Background: an optimization exercise with open tools, aiming at small area, a short achievable clock period and few clock cycles. Do not read the settings as production practice. Function was checked by simulation only, so behaviour that the tests miss may differ from the original.

run A:
// shaper_bank
module shaper_bank (
    input  wire        clk,
    input  wire        rst,
    input  wire        cmd_valid,
    output wire        cmd_ready,
    input  wire [1:0]  cmd_op,         
    input  wire [2:0]  cmd_idx,
    input  wire [31:0] cmd_time,
    input  wire [15:0] cmd_len,
    input  wire        cmd_tc7,
    input  wire        cmd_marked,
    input  wire        cmd_en,
    input  wire        cmd_reset_to,
    input  wire [7:0]  cmd_penalty,
    input  wire [7:0]  cmd_overhead,
    input  wire [23:0] cmd_alloc,
    input  wire [23:0] cmd_limit,
    input  wire [23:0] cmd_burst,
    output reg         resp_valid,
    output reg         resp_admitted,
    output reg         resp_in_profile,
    output reg         resp_held,
    output reg         resp_far,
    output reg  [29:0] resp_slot,
    output reg  [31:0] resp_peak,
    output reg  [31:0] resp_committed
);
    localparam NSH = 8;
    localparam CW  = 42;                   
  ...
Size: ~4000 flip-flops, roughly 250 I/O pins, roughly 200000 µm² of cells after synthesis.
Settings: LEC_CHECK=0, CAP_MARGIN=20, CORE_MARGIN=2, CORE_UTILIZATION=55, CTS_CLUSTER_DIAMETER=70, CTS_CLUSTER_SIZE=30, SLEW_MARGIN=20; clock period 25.0 ns.
run.sh (not shown) runs the stock make flow with config.mk's settings and CLKGATE_MAP_FILE= SYNTH_SCRIPT=/design/flow/synth_recipe.tcl, a recipe that flattens the netlist after the stock synthesis.
Testbench counts of run A, summed over its fixed seeds: cycles 32,255.
[inputs] run B vs run A
- clearing CTS_CLUSTER_SIZE, which used to be 30
- clearing CTS_CLUSTER_DIAMETER, which used to be 70
==> flow/flow/run.sh (new file) <==
#!/bin/bash
# Layout flow: the standard flow (standard.sh, unchanged synthesis and
# steps), except that the port buffers that global placement inserts on every
# input and output are sky130_fd_sc_hd__buf_4 cells instead of the cell
# buffer_ports picks on its own (a slow clkdlybuf4s50_1 delay cell).
# The full output of standard.sh is kept in standard.log in this folder; the
# ORFS logs of each step are under orfs/logs/.
set -o pipefail
export BUFFER_PORTS_ARGS="-buffer_cell sky130_fd_sc_hd__buf_4"
bash standard.sh 2>&1 | tee standard.log
exit ${PIPESTATUS[0]}
==> flow/standard.sh (new file) <==
#!/bin/bash
# synth_recipe.tcl (not shown) runs the flow's synth.tcl, then flattens the netlist and writes it again
# the make line also repeats each setting of config.mk as NAME=value (left out here)
make -C /OpenROAD-flow-scripts/flow DESIGN_CONFIG=/design/flow/config.mk WORK_HOME=/design/flow/orfs CLKGATE_MAP_FILE= SYNTH_SCRIPT=/design/flow/synth_recipe.tcl "${@:-finish}"
removed: flow/run.sh
As far as netlist area before placement goes, run B and run A are indistinguishable; the numbers are identical.
Although run B finished all stages, its layout failed final checks on capacitance limit, slew limit.
When run B is set beside run A, its final cell count without fillers turns out to be 333 larger.
The inputs of run C differ from those of run B as listed below.
- ABC_AREA: unset -> 1
- CTS_CLUSTER_SIZE: unset -> 30
- CTS_CLUSTER_DIAMETER: unset -> 70
==> flow/run.sh (new file) <==
#!/bin/bash
# synth_recipe.tcl (not shown) runs the flow's synth.tcl, then flattens the netlist and writes it again
# the make line also repeats each setting of config.mk as NAME=value (left out here)
make -C /OpenROAD-flow-scripts/flow DESIGN_CONFIG=/design/flow/config.mk WORK_HOME=/design/flow/orfs CLKGATE_MAP_FILE= SYNTH_SCRIPT=/design/flow/synth_recipe.tcl finish
removed: flow/flow/run.sh
removed: flow/standard.sh
A dominant combinational cell family by area after synthesis of compound AO/OA/AOI/OAI gates is what run B shows, while simple AND/OR/NAND/NOR gates belongs to run C. Run C did not stop at any stage, and its layout met the timing, design-rule and antenna checks. Die area (higher): run C.

* * *

shaper_bank again, from the RTL that the note above started with.
export LEC_CHECK = 0
export CAP_MARGIN = 20
export CORE_MARGIN = 2
export CORE_UTILIZATION = 55
export CTS_CLUSTER_DIAMETER = 70
export CTS_CLUSTER_SIZE = 30
export SLEW_MARGIN = 20
create_clock -name core_clock -period 25.0 [get_ports {clk}]
standard.sh (not shown) runs the stock make flow with config.mk's settings and CLKGATE_MAP_FILE= SYNTH_SCRIPT=/design/flow/synth_recipe.tcl, a recipe that flattens the netlist after the stock synthesis.
==> flow/flow/run.sh <==
#!/bin/bash
# Layout flow: the standard flow (standard.sh, unchanged synthesis and
# steps), except that the port buffers that global placement inserts on every
# input and output are sky130_fd_sc_hd__buf_4 cells instead of the cell
# buffer_ports picks on its own (a slow clkdlybuf4s50_1 delay cell).
# The full output of standard.sh is kept in standard.log in this folder; the
# ORFS logs of each step are under orfs/logs/.
set -o pipefail
export BUFFER_PORTS_ARGS="-buffer_cell sky130_fd_sc_hd__buf_4"
bash standard.sh 2>&1 | tee standard.log
exit ${PIPESTATUS[0]}
The first run passed the timing, design-rule and antenna checks.
Testbench counts at the start, summed over its fixed seeds: cycles 32,255.
Next try:
==> flow/run.sh (new file) <==
#!/bin/bash
# synth_recipe.tcl (not shown) runs the flow's synth.tcl, then flattens the netlist and writes it again
# the make line also repeats each setting of config.mk as NAME=value (left out here)
make -C /OpenROAD-flow-scripts/flow DESIGN_CONFIG=/design/flow/config.mk WORK_HOME=/design/flow/orfs CLKGATE_MAP_FILE= SYNTH_SCRIPT=/design/flow/synth_recipe.tcl finish
Settings changed: CTS_CLUSTER_DIAMETER 70 to not set, CTS_CLUSTER_SIZE 30 to not set.
removed: flow/flow/run.sh
removed: flow/standard.sh
Worst setup slack degrades by 0.18 ns.
Cell area grows by about 3%.
Synthesized cell count does not change.
Fmax shrinks by 2.6%.
Routed wire length grows by about 0.9%.
Non-clock buffer count grows by 1.
Global-route usage grows by 0.37 points.
Clock skew grows by 0.039 ns.

## port drivers added, routing unchanged
The results above use ideal ports. As a check the final layouts listed here were re-extracted and re-timed, cells and wires unchanged. Step 1 (the two cells are an assumption about what drives the block):
set clk [get_ports {clk}]
set_driving_cell -lib_cell sky130_fd_sc_hd__clkbuf_16 $clk
set_driving_cell -lib_cell sky130_fd_sc_hd__buf_2 [delete_from_list [all_inputs] $clk]
Step 2 times the ports against the registers' clock, not the clock port: input delays grow and output delays shrink by t, the midpoint of the rising clock arrivals with the driver on. a / b / c = no drivers / after step 1 / after step 2; a / b = the first two.
run	shift t [ns]	setup slack, ns	worst setup path at the end	latest minus earliest clock arrival (ns)	slew at the worst register clock pin (ns)
run A	1.115	18.033 / 17.903 / 18.331	register to register	0.091 / 0.090	0.11 / 0.11
run B	1.119	18.230 / 18.230 / 18.230	register to register	0.118 / 0.118	0.07 / 0.07
run C	1.121	18.066 / 17.934 / 18.577	input to register	0.140 / 0.140	0.12 / 0.12
the first run of note 2	1.115	18.236 / 18.236 / 18.236	register to register	0.088 / 0.088	0.12 / 0.12
the second run of note 2	1.109	18.057 / 17.929 / 18.416	register to register	0.125 / 0.125	0.07 / 0.07
